What follows belongs to an exercise in optimizing a design on an open flow for small area, a short achievable clock period and few clock cycles; a production flow would make more cautious choices. Function was checked by simulation only, so behaviour that the tests miss may differ from the original. Power and IR drop assume default switching activity.

## fondant_enc
module fondant_enc (
    input  wire        clk,
    input  wire        rst,
    input  wire        cfg_commit,
    input  wire [2:0]  cfg_mode,
    input  wire [4:0]  cfg_k,
    input  wire [4:0]  cfg_kmin,
    input  wire [4:0]  cfg_kmax,
    input  wire [11:0] cfg_target,
    input  wire        start,
    output wire        start_ready,
    input  wire [4:0]  s_depth,
    input  wire [1:0]  s_plane,
    input  wire [3:0]  s_rows_m1,
    input  wire [5:0]  s_cols_m1,
    input  wire        pix_valid,
    output wire        pix_ready,
    input  wire [15:0] pix_data,
    output reg         word_valid,
    output reg  [31:0] word_data,
    output reg         done,
    output wire [63:0] done_hdr,
    output wire [15:0] done_code
);
Size: ~5,400 cells after synthesis, roughly 1,500 flip-flops, about 180 I/O pins, roughly 61,000 um^2 of cells after synthesis.
export LEC_CHECK = 0
export ABC_AREA = 1
export CAP_MARGIN = 20
export CORE_MARGIN = 2
export CORE_UTILIZATION = 60
export PLACE_DENSITY = 0.75
export SLEW_MARGIN = 20
create_clock -name core_clock -period 36.0 [get_ports {clk}]
standard.sh (not shown) runs the stock make flow with config.mk's settings and CLKGATE_MAP_FILE= SYNTH_SCRIPT=/design/flow/synth_recipe.tcl, a recipe that flattens the netlist after the stock synthesis.
==> flow/flow/run.sh <==
#!/bin/bash
# Standard ORFS layout (the standard.sh, same synthesis script and
# registers) with these changes, all passed as ORFS variables:
#  - synthesis: no separate full/half-adder mapping, and ABC maps for area
#    with amap (flow/abc_area.script, used through a copy of ORFS's scripts
#    folder in which only that file differs)
#  - ports buffered with buf_2 instead of the default delay buffer
#  - clock tree: larger sink clusters, no dummy loads
#  - timing repair asked to leave 27.6 ns of setup slack (the SDC is unchanged)
set -e
rm -rf scripts_amap
cp -r "$FLOW_HOME/scripts" scripts_amap
cp flow/abc_area.script scripts_amap/abc_area.script
export SCRIPTS_DIR="$PWD/scripts_amap"
export ADDER_MAP_FILE=
export BUFFER_PORTS_ARGS="-buffer_cell sky130_fd_sc_hd__buf_2"
export CTS_ARGS="-sink_clustering_enable -repair_clock_nets -dont_use_dummy_load -sink_clustering_size 24 -sink_clustering_max_diameter 80"
export SETUP_SLACK_MARGIN=27.6
bash standard.sh > standard.log 2>&1
==> flow/flow/abc_area.script <==
strash
dch
amap
topo
stime -c
buffer -c
upsize -c
dnsize -c
Testbench counts at the start, summed over its fixed seeds: cycles 330,152.
Change:
--- a/flow/design.v
+++ b/flow/design.v
@@ -133,39 +133,39 @@
                 else
                     lb[li] <= lb[li + 1];
             end
             lb[63] <= cx;
         end
     end
     reg [15:0] c_r, u_r, pred_r;
     reg        p_v, p_first, p_last;
     reg [3:0]  ic;
     reg [5:0]  jc;
     wire       row0n = (ic == 4'd0);
     wire       col0n = (jc == 6'd0);
-    wire lt_dl = lt21({5'd0, u_r}, {5'd0, c_r});
-    wire lt_du = lt21({5'd0, u_r}, {5'd0, up_rd});
-    wire lt_ld = lt21({5'd0, c_r}, {5'd0, u_r});
-    wire lt_ud = lt21({5'd0, up_rd}, {5'd0, u_r});
-    wire lt_lu = lt21({5'd0, c_r}, {5'd0, up_rd});
+    wire        lt_lu = lt21({5'd0, c_r}, {5'd0, up_rd});
+    wire [15:0] mn_lu = lt_lu ? c_r : up_rd;
+    wire [15:0] mx_lu = lt_lu ? up_rd : c_r;
+    wire        ge_mx = ~lt21({5'd0, u_r}, {5'd0, mx_lu});
+    wire        le_mn = ~lt21({5'd0, mn_lu}, {5'd0, u_r});
     reg [15:0] pred_n;
     always @* begin
         if (row0n)
             pred_n = c_r;
         else if (col0n)
             pred_n = up_rd;
-        else if (~lt_dl & ~lt_du)
-            pred_n = lt_lu ? c_r : up_rd;
-        else if (~lt_ld & ~lt_ud)
-            pred_n = lt_lu ? up_rd : c_r;
+        else if (ge_mx)
+            pred_n = mn_lu;
+        else if (le_mn)
+            pred_n = mx_lu;
         else
             pred_n = c_r + up_rd - u_r;
     end
     wire [16:0] dd   = {1'b0, c_r} - {1'b0, pred_r};
     wire        sgn  = dd[16];
     wire [15:0] yy   = sgn ? ~dd[15:0] : dd[15:0];
     wire [15:0] hh   = {1'b0, mq_r[15:1]};
     wire        inr  = lt21({4'd0, yy, 1'b0}, {4'd0, hh, ~(sgn & ~mq_r[0])});
     wire [15:0] vv   = inr ? yy : (mq_r - yy);
     wire [15:0] mval = p_first ? c_r : {vv[14:0], sgn ^ ~inr};
     reg [15:0] m_r;
     reg        r_v, r_first, r_last;
- routed wire length is about the same
- sequential cell count stays the same
- non-clock buffer count came out higher by 71
- power goes up by a few percent
- final area goes up slightly
- utilization increases by 0.94 points
- area after synthesis came out lower slightly
- die area is lower slightly
- count of clock-buffer cells in the layout increases by 2
Testbench counts after the change, summed over its fixed seeds: cycles 330,152.

---

== alpha ==
fondant_enc, a different RTL version from the one above (not shown whole).
Size: about 6,600 cells after synthesis, ~1,500 flip-flops, roughly 180 I/O pins, about 0.065 sq mm of cells after synthesis.
Settings: LEC_CHECK=0, ABC_AREA=1, CAP_MARGIN=20, CORE_MARGIN=2, CORE_UTILIZATION=65, PLACE_DENSITY=0.8, SLEW_MARGIN=20; clock period 36.0 ns.
==> flow/flow/run.sh <==
#!/bin/bash
# Standard ORFS layout (the standard.sh, same synthesis script and
# registers) with these changes, all passed as ORFS variables:
#  - synthesis: no separate full/half-adder mapping (ABC maps the adders)
#  - ports buffered with buf_2 instead of the default delay buffer
#  - clock tree: larger sink clusters, no dummy loads
#  - timing repair asked to leave 27.6 ns of setup slack (the SDC is unchanged)
export ADDER_MAP_FILE=
export BUFFER_PORTS_ARGS="-buffer_cell sky130_fd_sc_hd__buf_2"
export CTS_ARGS="-sink_clustering_enable -repair_clock_nets -dont_use_dummy_load -sink_clustering_size 24 -sink_clustering_max_diameter 80"
export SETUP_SLACK_MARGIN=27.6
bash standard.sh > standard.log 2>&1
Every stage of the flow completed for alpha, and the final layout passed the timing, DRC and antenna checks.
Testbench counts of alpha, summed over its fixed seeds: cycles 330,448.
Input-level comparison between beta and alpha:
-- flow/design.v --
<<< alpha, line 48
    assign pix_ready   = 1'b1;
    wire       st_x = start & sr;
    wire       fin1, fin2;
    wire       sr_nx = ~st_x & (sr | (fin1 & ~bud_r) | fin2);
    wire       bneg  = bal[19];
    wire       b_lt4 = bneg & ~lt21({2'b00, ~bal[18:0]}, {7'd0, tgt_r, 2'b00});
>>> beta, line 48
    assign pix_ready   = 1'b1;
    wire       st_x = start & sr;
    wire       fin1, fin2, last_r;
    wire       sr_nx = ~st_x & (sr | (last_r & ~bud_r) | fin2);
    wire       bneg  = bal[19];
    wire       b_lt4 = bneg & ~lt21({2'b00, ~bal[18:0]}, {7'd0, tgt_r, 2'b00});
<<< alpha, line 249
    assign fin1 = fin1_r;
    assign fin2 = fin2_r;
    reg        bal_pend;
    reg [15:0] first_code;
>>> beta, line 249
    assign fin1 = fin1_r;
    assign fin2 = fin2_r;
    assign last_r = r_v & r_last;
    reg        bal_pend;
    reg [15:0] first_code;
==> comparison <==
- beta completed; timing, DRC and antenna clean
- Compared to alpha, beta shows a wider setup margin.
- STATUS worst hold slack: beta loses against alpha
- Going from alpha to beta, mux cell area share after synthesis now sits at about the same level; synthesized-area fraction occupied by ao, oa, aoi and oai cells now sits higher.
- beta -> alpha: final area flat
Testbench counts of beta, summed over its fixed seeds: cycles 330,304.

what the ideal ports hide:
The results above use ideal ports. As a check the final layouts listed here were re-extracted and re-timed, cells and wires unchanged.
Step 1 sets driving cells, clkbuf_16 on the clock port and buf_2 on the other inputs (assumed; they add their load-dependent delay and slew).
Step 2 also shifts input and output timing later by t, the mid clock arrival at the registers, as if the neighbouring blocks saw the same clock.
Slacks: no drivers / after step 1 / after step 2; pairs: no drivers / after step 1.
run | t, ns | setup slack, ns | worst setup path at the end | worst slew at a driven data input, ns
the first run of note 1 | 0.701 | 27.632 / 27.563 / 27.550 | input to register | 0.05
the second run of note 1 | 0.722 | 27.437 / 27.437 / 27.437 | register to register | 0.06
alpha | 0.717 | 27.623 / 27.550 / 27.478 | input to register | 0.05
beta | 0.718 | 27.653 / 27.580 / 27.439 | input to register | 0.08
After both steps every run listed still meets setup and hold. The setup slack of beta, which loses most, moves by -0.073 ns with the drivers and by -0.214 ns with both steps.
